Background: an optimization exercise with open tools, aiming at small area and a short achievable clock period. Do not read the settings as production practice. RTL that was checked went through simulation tests only; none was proved equivalent to the original. Power figures rest on the tool's default switching activity, not on a simulated workload.

==> flow/design.v <==
module capu (
    input  wire        clk,
    input  wire [31:0] cur,           
    input  wire [31:0] w1,            
    input  wire [31:0] disp,          
    input  wire [1:0]  size,          
    output wire [33:0] base,          
    output wire [33:0] top,
    output wire [33:0] rep_lo,
    output wire [33:0] rep_hi,
    output wire [33:0] addr,          
    output wire        in_bounds,     
    output wire        rep_ok,        
    input  wire [32:0] b0,            
    input  wire [32:0] t0,
    output wire [4:0]  enc_e,
    output wire [9:0]  enc_b,
    output wire [9:0]  enc_t,
    output wire [32:0] enc_base,
    output wire [32:0] enc_top
);
    integer i;
    wire [4:0] e      = w1[31:27];
    wire       sealed = w1[6];
    wire [9:0] bm     = sealed ? {w1[26:20], 3'b000} : w1[26:17];
    wire [9:0] tm     = sealed ? {w1[19:13], 3'b000} : w1[16:7];
    wire       is22   = (e == 5'd22);
    reg [31:0] lm;                        
    always @(*)
        for (i = 0; i < 32; i = i + 1)
            lm[i] = (i < e + 10);
    wire [31:0] bmg = {22'd0, bm} << e;
    wire [31:0] tmg = {22'd0, tm} << e;
    wire [9:0] cpos;
    capu_win u_cp (.x({1'b0, cur}), .e(e), .y(cpos));
    wire kb  = ~is22 & (sealed ? (cpos < {w1[26:20], 3'b000}) : (cpos < w1[26:17]));
    wire tlt = (tm < bm);
    wire ktp = is22 ? (tm == 10'd0) : (tlt & ~kb);    
    wire ktn = ~is22 & ~tlt & kb;                     
    wire [31:0] hu = cur | lm;            
    wire [31:0] hv = cur & ~lm;           
    wire [31:0] pa, po;                   
    capu_pfx #(32) u_pa (.g({31'd0, hu[0]}), .p(hu), .o(pa));
    capu_pfx #(32) u_po (.g(hv), .p({32{1'b1}}), .o(po));
    wire [32:0] ci  = {pa, 1'b1} & ~{1'b0, lm};
    wire [32:0] bi  = ~{po, 1'b0} & ~{1'b0, lm};
    wire [32:0] hh  = {1'b0, hv};
    wire [32:0] b33 = (hh ^ ({33{kb}} & bi)) | {1'b0, bmg};
    wire [32:0] r33 = (hh ^ ({33{~kb}} & ci)) | {1'b0, bmg};
    wire [32:0] t33 = (hh ^ (({33{ktp}} & ci) | ({33{ktn}} & bi))) | {1'b0, tmg};
    wire [33:0] a;                        
    capu_add #(34) u_a (.x({2'b00, cur}), .y({{2{disp[31]}}, disp}), .ci(1'b0), .s(a));
    reg [32:0] base_r, rh_r;
    reg [33:0] top_r, a_r;
    reg [1:0]  sz_r;
    reg        is22_r;
    always @(posedge clk) begin
        base_r <= b33;
        top_r  <= {ktn & bi[32], t33};
        rh_r   <= {r33[32], r33[31:0] & ~{32{r33[32]}}};    
        a_r    <= a;
        sz_r   <= size;
        is22_r <= is22;
    end
    wire [33:0] b_v = {base_r[32], base_r};
    wire ge_b = $signed(a_r) >= $signed(b_v);
    wire lt_r = $signed(a_r) < $signed({1'b0, rh_r});
    wire [2:0]  sm1 = (3'd1 << sz_r) - 3'd1;
    wire [34:0] xa  = {a_r[33], a_r};
    wire [34:0] xt  = ~{top_r[33], top_r};
    wire [34:0] xs  = {32'd0, sm1};
    wire [34:0] cs  = xa ^ xt ^ xs;
    wire [35:0] cc  = {(xa & xt) | (xa & xs) | (xt & xs), 1'b1};
    wire [34:0] cy;
    capu_pfs #(35) u_t (.g({cs[34:1] & cc[34:1], (cs[0] & cc[0])}), .p(cs ^ cc[34:0]), .o(cy));
    wire lt_t = cs[34] ^ cc[34] ^ cy[33];
    assign base      = b_v;
    assign rep_lo    = is22_r ? 34'd0 : b_v;
    assign top       = top_r;
    assign rep_hi    = {1'b0, rh_r};
    assign addr      = a_r;
    assign in_bounds = ge_b & lt_t;
    assign rep_ok    = (is22_r ? ~a_r[33] : ge_b) & lt_r;
    wire [32:0] l;
    capu_adds #(33) u_l (.x(t0), .y(~b0), .ci(1'b1), .s(l));
    wire [32:0] bw = l ^ t0 ^ b0;         
    wire [32:0] tor;                      
    capu_pfx #(33) u_st (.g(t0), .p({33{1'b1}}), .o(tor));
    wire [32:0] st = {tor[31:0], 1'b0};   
    reg  [32:0] lr;
    wire [32:0] lorr;
    always @(*)
        for (i = 0; i < 33; i = i + 1)
            lr[i] = l[32 - i];
    capu_pfs #(33) u_lo (.g(lr), .p({33{1'b1}}), .o(lorr));
    reg  [33:0] lor;                      
    always @(*) begin
        lor[33] = 1'b0;
        for (i = 0; i < 33; i = i + 1)
            lor[i] = lorr[32 - i];
    end
    reg [21:0] xm;
    reg [8:0]  w;
    always @(*)
        for (i = 0; i < 22; i = i + 1) begin
            w     = l[i+8 -: 9];          
            xm[i] = lor[i+10] | (l[i+9] &
                    ((&w[8:6] & (|w[5:0] | bw[i] | st[i])) |
                     (&w[8:7] & ~w[6] & &w[5:0] & bw[i] & st[i])));
        end
    reg [32:0] b0_r, tm1_r;
    reg [21:0] em_r;
    always @(posedge clk) begin
        b0_r  <= b0;
        tm1_r <= t0 ^ ~st;                
        em_r  <= xm;
    end
    wire [32:0] em = {11'd0, em_r};
    wire [4:0]  xe;                       
    assign xe[4] = em_r[15];
    assign xe[3] = em_r[7] & ~em_r[15];
    assign xe[2] = (em_r[3] & ~em_r[7]) | (em_r[11] & ~em_r[15]) | em_r[19];
    assign xe[1] = (em_r[1] & ~em_r[3]) | (em_r[5] & ~em_r[7]) | (em_r[9] & ~em_r[11]) |
                   (em_r[13] & ~em_r[15]) | (em_r[17] & ~em_r[19]) | em_r[21];
    assign xe[0] = (em_r[0] & ~em_r[1]) | (em_r[2] & ~em_r[3]) | (em_r[4] & ~em_r[5]) |
                   (em_r[6] & ~em_r[7]) | (em_r[8] & ~em_r[9]) | (em_r[10] & ~em_r[11]) |
                   (em_r[12] & ~em_r[13]) | (em_r[14] & ~em_r[15]) | (em_r[16] & ~em_r[17]) |
                   (em_r[18] & ~em_r[19]) | (em_r[20] & ~em_r[21]);
    wire [32:0] ty = tm1_r | em;
    wire [32:0] ta;                       
    capu_pfs #(33) u_ta (.g({32'd0, ty[0]}), .p(ty), .o(ta));
    wire [9:0] wb, wt;
    capu_win u_wb (.x(b0_r), .e(xe), .y(wb));
    capu_win u_wt (.x(tm1_r), .e(xe), .y(wt));
    assign enc_e    = xe;
    assign enc_base = b0_r & ~em;
    assign enc_top  = ty ^ {ta[31:0], 1'b1};
    assign enc_b    = wb;
    assign enc_t    = wt + 10'd1;
endmodule
module capu_pfx #(parameter N = 32) (
    input  wire [N-1:0] g,
    input  wire [N-1:0] p,
    output wire [N-1:0] o
);
    localparam LG = (N <= 2) ? 1 : (N <= 4) ? 2 : (N <= 8) ? 3 : (N <= 16) ? 4 : (N <= 32) ? 5 : 6;
    wire [N-1:0] gg [0:2*LG];
    wire [N-1:0] pp [0:2*LG];
    assign gg[0] = g;
    assign pp[0] = p;
    genvar l, i;
    generate
        for (l = 0; l < LG; l = l + 1) begin : up
            for (i = 0; i < N; i = i + 1) begin : b
                if ((i % (2 << l)) == (2 << l) - 1) begin : n
                    assign gg[l+1][i] = gg[l][i] | (pp[l][i] & gg[l][i-(1<<l)]);
                    assign pp[l+1][i] = pp[l][i] & pp[l][i-(1<<l)];
                end else begin : c
                    assign gg[l+1][i] = gg[l][i];
                    assign pp[l+1][i] = pp[l][i];
                end
            end
        end
        for (l = LG - 2; l >= 0; l = l - 1) begin : dn
            for (i = 0; i < N; i = i + 1) begin : b
                if ((i % (2 << l)) == (1 << l) - 1 && i >= (2 << l)) begin : n
                    assign gg[2*LG-1-l][i] = gg[2*LG-2-l][i] | (pp[2*LG-2-l][i] & gg[2*LG-2-l][i-(1<<l)]);
                    assign pp[2*LG-1-l][i] = pp[2*LG-2-l][i] & pp[2*LG-2-l][i-(1<<l)];
                end else begin : c
                    assign gg[2*LG-1-l][i] = gg[2*LG-2-l][i];
                    assign pp[2*LG-1-l][i] = pp[2*LG-2-l][i];
                end
            end
        end
    endgenerate
    assign o = gg[2*LG-1];
endmodule
module capu_pfs #(parameter N = 32) (
    input  wire [N-1:0] g,
    input  wire [N-1:0] p,
    output wire [N-1:0] o
);
    localparam LG = (N <= 2) ? 1 : (N <= 4) ? 2 : (N <= 8) ? 3 : (N <= 16) ? 4 : (N <= 32) ? 5 : 6;
    wire [N-1:0] gg [0:LG];
    wire [N-1:0] pp [0:LG];
    assign gg[0] = g;
    assign pp[0] = p;
    genvar l, i;
    generate
        for (l = 0; l < LG; l = l + 1) begin : lv
            for (i = 0; i < N; i = i + 1) begin : b
                if ((i >> l) % 2 == 1) begin : n
                    assign gg[l+1][i] = gg[l][i] | (pp[l][i] & gg[l][((i >> l) << l) - 1]);
                    assign pp[l+1][i] = pp[l][i] & pp[l][((i >> l) << l) - 1];
                end else begin : c
                    assign gg[l+1][i] = gg[l][i];
                    assign pp[l+1][i] = pp[l][i];
                end
            end
        end
    endgenerate
    assign o = gg[LG];
endmodule
module capu_adds #(parameter N = 32) (
    input  wire [N-1:0] x,
    input  wire [N-1:0] y,
    input  wire         ci,
    output wire [N-1:0] s
);
    wire [N-1:0] p = x ^ y;
    wire [N-1:0] g = x & y;
    wire [N-1:0] c;
    capu_pfs #(N) u (.g({g[N-1:1], g[0] | (p[0] & ci)}), .p(p), .o(c));
    assign s = p ^ {c[N-2:0], ci};
endmodule
module capu_add #(parameter N = 32) (
    input  wire [N-1:0] x,
    input  wire [N-1:0] y,
    input  wire         ci,
    output wire [N-1:0] s
);
    wire [N-1:0] p = x ^ y;
    wire [N-1:0] g = x & y;
    wire [N-1:0] c;
    capu_pfx #(N) u (.g({g[N-1:1], g[0] | (p[0] & ci)}), .p(p), .o(c));
    assign s = p ^ {c[N-2:0], ci};
endmodule
module capu_win (
    input  wire [32:0] x,
    input  wire [4:0]  e,
    output wire [9:0]  y
);
    wire [24:0] s16 = e[4] ? {8'd0, x[32:16]} : x[24:0];
    wire [16:0] s8  = e[3] ? s16[24:8] : s16[16:0];
    wire [12:0] s4  = e[2] ? s8[16:4]  : s8[12:0];
    wire [10:0] s2  = e[1] ? s4[12:2]  : s4[10:0];
    assign y = e[0] ? s2[10:1] : s2[9:0];
endmodule
export LEC_CHECK = 0
export ABC_AREA = 1
export CAP_MARGIN = 30
export CORE_MARGIN = 2
export CORE_UTILIZATION = 40
export SLEW_MARGIN = 30
create_clock -name core_clock -period 18.0 [get_ports {clk}]
standard.sh (not shown) runs the stock make flow with config.mk's settings and CLKGATE_MAP_FILE= SYNTH_SCRIPT=/design/flow/synth_recipe.tcl, a recipe that flattens the netlist after the stock synthesis.
==> flow/flow/run.sh <==
#!/bin/bash
# Standard layout, with buf_1 port buffers and the setup repair aiming for
# 11 ns of slack.
set -euo pipefail
bash standard.sh "BUFFER_PORTS_ARGS=-buffer_cell sky130_fd_sc_hd__buf_1" SETUP_SLACK_MARGIN=11 finish > layout.log 2>&1
Next try:
--- a/flow/design.v
+++ b/flow/design.v
@@ -32,7 +32,5 @@
     wire [31:0] bmg = {22'd0, bm} << e;
     wire [31:0] tmg = {22'd0, tm} << e;
-    wire [9:0] cpos;
-    capu_win u_cp (.x({1'b0, cur}), .e(e), .y(cpos));
-    wire kb  = ~is22 & (sealed ? (cpos < {w1[26:20], 3'b000}) : (cpos < w1[26:17]));
+    wire kb  = ~is22 & ((cur & lm) < bmg);
     wire tlt = (tm < bm);
     wire ktp = is22 ? (tm == 10'd0) : (tlt & ~kb);    
@@ -73,5 +71,5 @@
     wire [35:0] cc  = {(xa & xt) | (xa & xs) | (xt & xs), 1'b1};
     wire [34:0] cy;
-    capu_pfs #(35) u_t (.g({cs[34:1] & cc[34:1], (cs[0] & cc[0])}), .p(cs ^ cc[34:0]), .o(cy));
+    capu_pfx #(35) u_t (.g({cs[34:1] & cc[34:1], (cs[0] & cc[0])}), .p(cs ^ cc[34:0]), .o(cy));
     wire lt_t = cs[34] ^ cc[34] ^ cy[33];
     assign base      = b_v;
@@ -83,5 +81,5 @@
     assign rep_ok    = (is22_r ? ~a_r[33] : ge_b) & lt_r;
     wire [32:0] l;
-    capu_adds #(33) u_l (.x(t0), .y(~b0), .ci(1'b1), .s(l));
+    capu_add #(33) u_l (.x(t0), .y(~b0), .ci(1'b1), .s(l));
     wire [32:0] bw = l ^ t0 ^ b0;         
     wire [32:0] tor;                      
@@ -93,5 +91,5 @@
         for (i = 0; i < 33; i = i + 1)
             lr[i] = l[32 - i];
-    capu_pfs #(33) u_lo (.g(lr), .p({33{1'b1}}), .o(lorr));
+    capu_pfx #(33) u_lo (.g(lr), .p({33{1'b1}}), .o(lorr));
     reg  [33:0] lor;                      
     always @(*) begin
@@ -129,5 +127,5 @@
     wire [32:0] ty = tm1_r | em;
     wire [32:0] ta;                       
-    capu_pfs #(33) u_ta (.g({32'd0, ty[0]}), .p(ty), .o(ta));
+    capu_pfx #(33) u_ta (.g({32'd0, ty[0]}), .p(ty), .o(ta));
     wire [9:0] wb, wt;
     capu_win u_wb (.x(b0_r), .e(xe), .y(wb));
@@ -176,42 +174,4 @@
     assign o = gg[2*LG-1];
 endmodule
-module capu_pfs #(parameter N = 32) (
-    input  wire [N-1:0] g,
-    input  wire [N-1:0] p,
-    output wire [N-1:0] o
-);
-    localparam LG = (N <= 2) ? 1 : (N <= 4) ? 2 : (N <= 8) ? 3 : (N <= 16) ? 4 : (N <= 32) ? 5 : 6;
-    wire [N-1:0] gg [0:LG];
-    wire [N-1:0] pp [0:LG];
-    assign gg[0] = g;
-    assign pp[0] = p;
-    genvar l, i;
-    generate
-        for (l = 0; l < LG; l = l + 1) begin : lv
-            for (i = 0; i < N; i = i + 1) begin : b
-                if ((i >> l) % 2 == 1) begin : n
-                    assign gg[l+1][i] = gg[l][i] | (pp[l][i] & gg[l][((i >> l) << l) - 1]);
-                    assign pp[l+1][i] = pp[l][i] & pp[l][((i >> l) << l) - 1];
-                end else begin : c
-                    assign gg[l+1][i] = gg[l][i];
-                    assign pp[l+1][i] = pp[l][i];
-                end
-            end
-        end
-    endgenerate
-    assign o = gg[LG];
-endmodule
-module capu_adds #(parameter N = 32) (
-    input  wire [N-1:0] x,
-    input  wire [N-1:0] y,
-    input  wire         ci,
-    output wire [N-1:0] s
-);
-    wire [N-1:0] p = x ^ y;
-    wire [N-1:0] g = x & y;
-    wire [N-1:0] c;
-    capu_pfs #(N) u (.g({g[N-1:1], g[0] | (p[0] & ci)}), .p(p), .o(c));
-    assign s = p ^ {c[N-2:0], ci};
-endmodule
 module capu_add #(parameter N = 32) (
     input  wire [N-1:0] x,
Power came out higher by a little under a tenth.
Non-clock buffer count came out higher by 7.
Die area came out lower slightly.
Synthesized cell count came out lower by a few percent.
Hold slack loses 0.015 ns.
Via count came out lower by a few percent.
Wire length came out lower slightly.
The RTL of the first run of this note was laid out without a check of its function.

## afterwards: timing with drivers on the ports
In the flow no input, the clock included, has a driving cell. The finished layouts below were timed again as built, in two steps. Step 1 assumes that a clkbuf_16 drives the clock port and a buf_2 every other input. Step 2 adds t to the input delays and takes it off the output delays; t is the mean of the earliest and latest rising clock arrival at the registers after step 1. Input paths then give back, and output paths get back, about the clock's delay inside the block. Three values: ideal, step 1, step 2; two values: the first two.
run	t, ns	slack for setup (ns)	worst setup path after step 2
the first run	0.611	11.021 / 11.057 / 10.445	input to register
the second run	0.651	10.951 / 10.891 / 10.507	input to register
After both steps every run listed still meets setup and hold. For the first run, which loses most, drivers alone change the setup slack by +0.036 ns; drivers and shift together by -0.576 ns.
